Source: an optimization exercise on an open RTL-to-GDS flow (aim: small area). Production flows keep margins and buffers that such runs may drop.
Only simulation tests tie the RTL to the original design; equivalence was not proved.
No activity file was given, so power comes from the tool's default toggle rates.

==> flow/design.v (excerpt) <==
module armature_law (
    input  wire        clk,
    input  wire        rst,
    input  wire        cfg_we,
    input  wire [6:0]  cfg_addr,
    input  wire [31:0] cfg_wdata,
    input  wire        start,
    input  wire [31:0] meas,
    input  wire [31:0] sp,
    input  wire [31:0] inj,
    input  wire        inj_point,
    output wire        ready,
    output reg         done,
    output wire [31:0] u,
    output wire [31:0] integ,
    output wire [15:0] gain,
    output wire [31:0] err,
    output wire [2:0]  flags
);
Size in the first run: ~4400 cells after synthesis, about 1100 flip-flops, roughly 50000 um^2 of cells after synthesis.
Settings: LEC_CHECK=0, ABC_AREA=1, CAP_MARGIN=10, CORE_MARGIN=2, CORE_UTILIZATION=60, PLACE_DENSITY=0.72, SLEW_MARGIN=10; clock period 20.0 ns.
standard.sh (not shown) runs the stock make flow with config.mk's settings and CLKGATE_MAP_FILE= SYNTH_SCRIPT=/design/flow/synth_recipe.tcl, a recipe that flattens the netlist after the stock synthesis.
==> flow/flow/run.sh <==
#!/bin/bash
# The standard layout (standard.sh, unchanged synthesis) with two layout
# options: port buffers use the smallest buffer cell, and clock tree
# synthesis puts up to 32 sinks on a leaf buffer and inserts no dummy loads.
# The whole ORFS output goes to flow_standard.log.
set -uo pipefail
bash standard.sh \
  BUFFER_PORTS_ARGS="-buffer_cell sky130_fd_sc_hd__buf_1" \
  CTS_ARGS="-sink_clustering_enable -repair_clock_nets -dont_use_dummy_load -sink_clustering_size 32 -sink_clustering_max_diameter 65 -buf_list sky130_fd_sc_hd__clkbuf_16" \
  finish > flow_standard.log 2>&1
The baseline ran to the end with no violations.
Then changed:
--- a/flow/design.v
+++ b/flow/design.v
@@ -37,21 +37,22 @@
             endcase
             for (i = 0; i < 33; i = i + 1)
                 if (cfg_addr == 7'h40 + i)
                     tbl[i] <= cfg_wdata[15:0];
         end
     end
     reg  [5:0]  c;             
     reg  [31:0] E;             
     reg  [31:0] Z;             
     reg         ipf;           
-    reg  [69:0] RP, RI;        
+    reg  [69:0] RI;            
+    reg  [69:12] RP;
     reg         eprev, fpP, fpI;
     reg  [26:0] REM;
     reg  [5:0]  QD;            
     reg         fq;            
     reg         XL;            
     reg  [5:0]  K;             
     reg  [15:0] G;             
     reg         ilo, ihi, ulo, uhi;
     reg         ovfIr, ovfPr;      
     wire idle = (c == 6'd0);
@@ -64,40 +65,41 @@
     wire phDI  = (c >= 6'd4)  & (c <= 6'd19);
     wire phDP0 = (c == 6'd20);
     wire phDP  = (c >= 6'd20) & (c <= 6'd35);
     wire phD   = (c >= 6'd4)  & (c <= 6'd35);
     wire phDiv = (c >= 6'd4)  & (c <= 6'd25);
     wire phK   = (c == 6'd10);
     wire phIA  = (c >= 6'd11) & (c <= 6'd26);
     wire phG   = (c == 6'd27);
     wire phFI0 = (c == 6'd28);
     wire phFI  = (c >= 6'd28) & (c <= 6'd51);
-    wire phFP0 = (c == 6'd36);
-    wire phFP  = (c >= 6'd36) & (c <= 6'd59);
+    wire phFP0 = (c == 6'd30);
+    wire phFP  = (c >= 6'd30) & (c <= 6'd53);
+    wire phFPA = (c >= 6'd36) & (c <= 6'd53);    
     wire ph52  = (c == 6'd52);
     wire ph53  = (c == 6'd53);
     wire ph54  = (c == 6'd54);
     wire ph55  = (c == 6'd55);
     wire ph56  = (c == 6'd56);
     wire ph57  = (c == 6'd57);
     wire ph60  = (c == 6'd60);
     wire ph61  = (c == 6'd61);
     wire ph62  = (c == 6'd62);
     wire ph63  = (c == 6'd63);
     wire phIA0 = (c == 6'd11);
     wire iam   = phIA | phG;
     wire bd_one = E[0] ^ eprev;
     wire bd_two = (E[1] & ~E[0] & ~eprev) | (~E[1] & E[0] & eprev);
     wire bd_neg = E[1];
-    wire bp_one = RP[0] ^ fpP;
-    wire bp_two = (RP[1] & ~RP[0] & ~fpP) | (~RP[1] & RP[0] & fpP);
-    wire bp_neg = RP[1];
+    wire bp_one = RP[12] ^ fpP;
+    wire bp_two = (RP[13] & ~RP[12] & ~fpP) | (~RP[13] & RP[12] & fpP);
+    wire bp_neg = RP[13];
     wire bi_one = RI[0] ^ fpI;
     wire bi_two = (RI[1] & ~RI[0] & ~fpI) | (~RI[1] & RI[0] & fpI);
     wire bi_neg = RI[1];
     wire [35:0] AP = RP[51:16];
     wire [35:0] AI = RI[51:16];
     wire [31:0] kx   = phDI ? ki : kp;
     wire [35:0] kx_m = bd_one ? {{4{kx[31]}}, kx} :
                        bd_two ? {{3{kx[31]}}, kx, 1'b0} : 36'd0;
     wire ovfP = ~((&RP[69:49]) | ~(|RP[69:49]));
     wire ovfI = ~((&RI[69:49]) | ~(|RI[69:49]));
@@ -206,48 +208,48 @@
         if (ph3 | (c == 6'd19))
             eprev <= 1'b0;
         else if (phD)
             eprev <= E[1];
         if (go)
             RP[51:16] <= {{4{sp[31]}}, sp};
         else if ((ph1 & ~ipf) | ph2)
             RP[51:16] <= {{4{ssat[31]}}, ssat};
         else if (ph60 | (ph63 & (ulo | uhi)))
             RP[51:16] <= sS;
-        else if (phDP | phFP) begin
-            RP[51:50] <= phFP ? sHP[1:0] : {2{sS[35]}};
-            RP[49:16] <= phFP ? RP[51:18] : sS[35:2];
-            RP[15:0]  <= {phFP ? RP[17:16] : sS[1:0], RP[15:2]};
+        else if (phDP | phFPA) begin
+            RP[51:50] <= phFPA ? sHP[1:0] : {2{sS[35]}};
+            RP[49:16] <= phFPA ? RP[51:18] : sS[35:2];
+            RP[15:12] <= {phFPA ? RP[17:16] : sS[1:0], RP[15:14]};
         end
         if (phFP)
             RP[69:52] <= {{2{sHP[17]}}, sHP[17:2]};
         else if (phIA)
             RP[69:52] <= sHP;
         if (ph52 | ph55 | ph56 | ph57)
             RI[51:16] <= sS;
         else if (phDI | phFI) begin
             RI[51:50] <= phFI ? sHI[1:0] : {2{sS[35]}};
             RI[49:16] <= phFI ? RI[51:18] : sS[35:2];
             RI[15:0]  <= {phFI ? RI[17:16] : sS[1:0], RI[15:2]};
         end
         if (phFI)
             RI[69:52] <= {{2{sHI[17]}}, sHI[17:2]};
         else if (phIA)
             RI[69:52] <= sHI;
         if (phG)
             fpI <= 1'b0;
         else if (phFI)
             fpI <= RI[1];
-        if (c == 6'd35)
+        if (c == 6'd29)
             fpP <= 1'b0;
         else if (phFP)
-            fpP <= RP[1];
+            fpP <= RP[13];
         if (ph3) begin
             REM <= {1'b0, sS[31:6]};
             QD  <= sS[5:0];
             XL  <= sS[35] | ~(|sS);
         end else if (phDiv) begin
             REM <= dge ? ddif[26:0] : dtry[26:0];
             QD  <= {QD[4:0], 1'b0};
         end
         fq <= dge;
         if (phK) begin
Result: The new run passed the timing, design-rule and antenna checks. Total power shrinks by 2.7%. Synthesized cell count shrinks by 0.55%. Clock-buffer cell count shrinks by 6. Via count grows by 1.1%. Final cell count shrinks by 0.32%. Setup slack loses 0.061 ns. Final area shrinks by 0.56%. Hold slack loses 0.020 ns. Critical path depth grows by 3. Fmax shrinks by 0.32%.

## port drivers added, routing unchanged
The flow's constraints put no driver on any port. The routed layouts listed below were extracted and timed again, unchanged, in two steps. Step 1, drivers: a clkbuf_16 drives clk and a buf_2 each remaining input, both assumed. Step 2 moves the port delays by t, midway between the first and last clock arrival at a register: inputs arrive t later, outputs are due t later. That takes back most of the time a late clock gives input paths. Three values: no drivers, after step 1, after step 2; two values: the first two.
run | t, ns | slack for setup (ns) | worst setup path after step 2 | pins driven straight from the clock port
the first run | 0.684 | 0.881 / 0.881 / 0.881 | register to register | 1
the second run | 0.736 | 0.820 / 0.820 / 0.820 | register to register | 1
After both steps setup and hold are still met in every run listed.
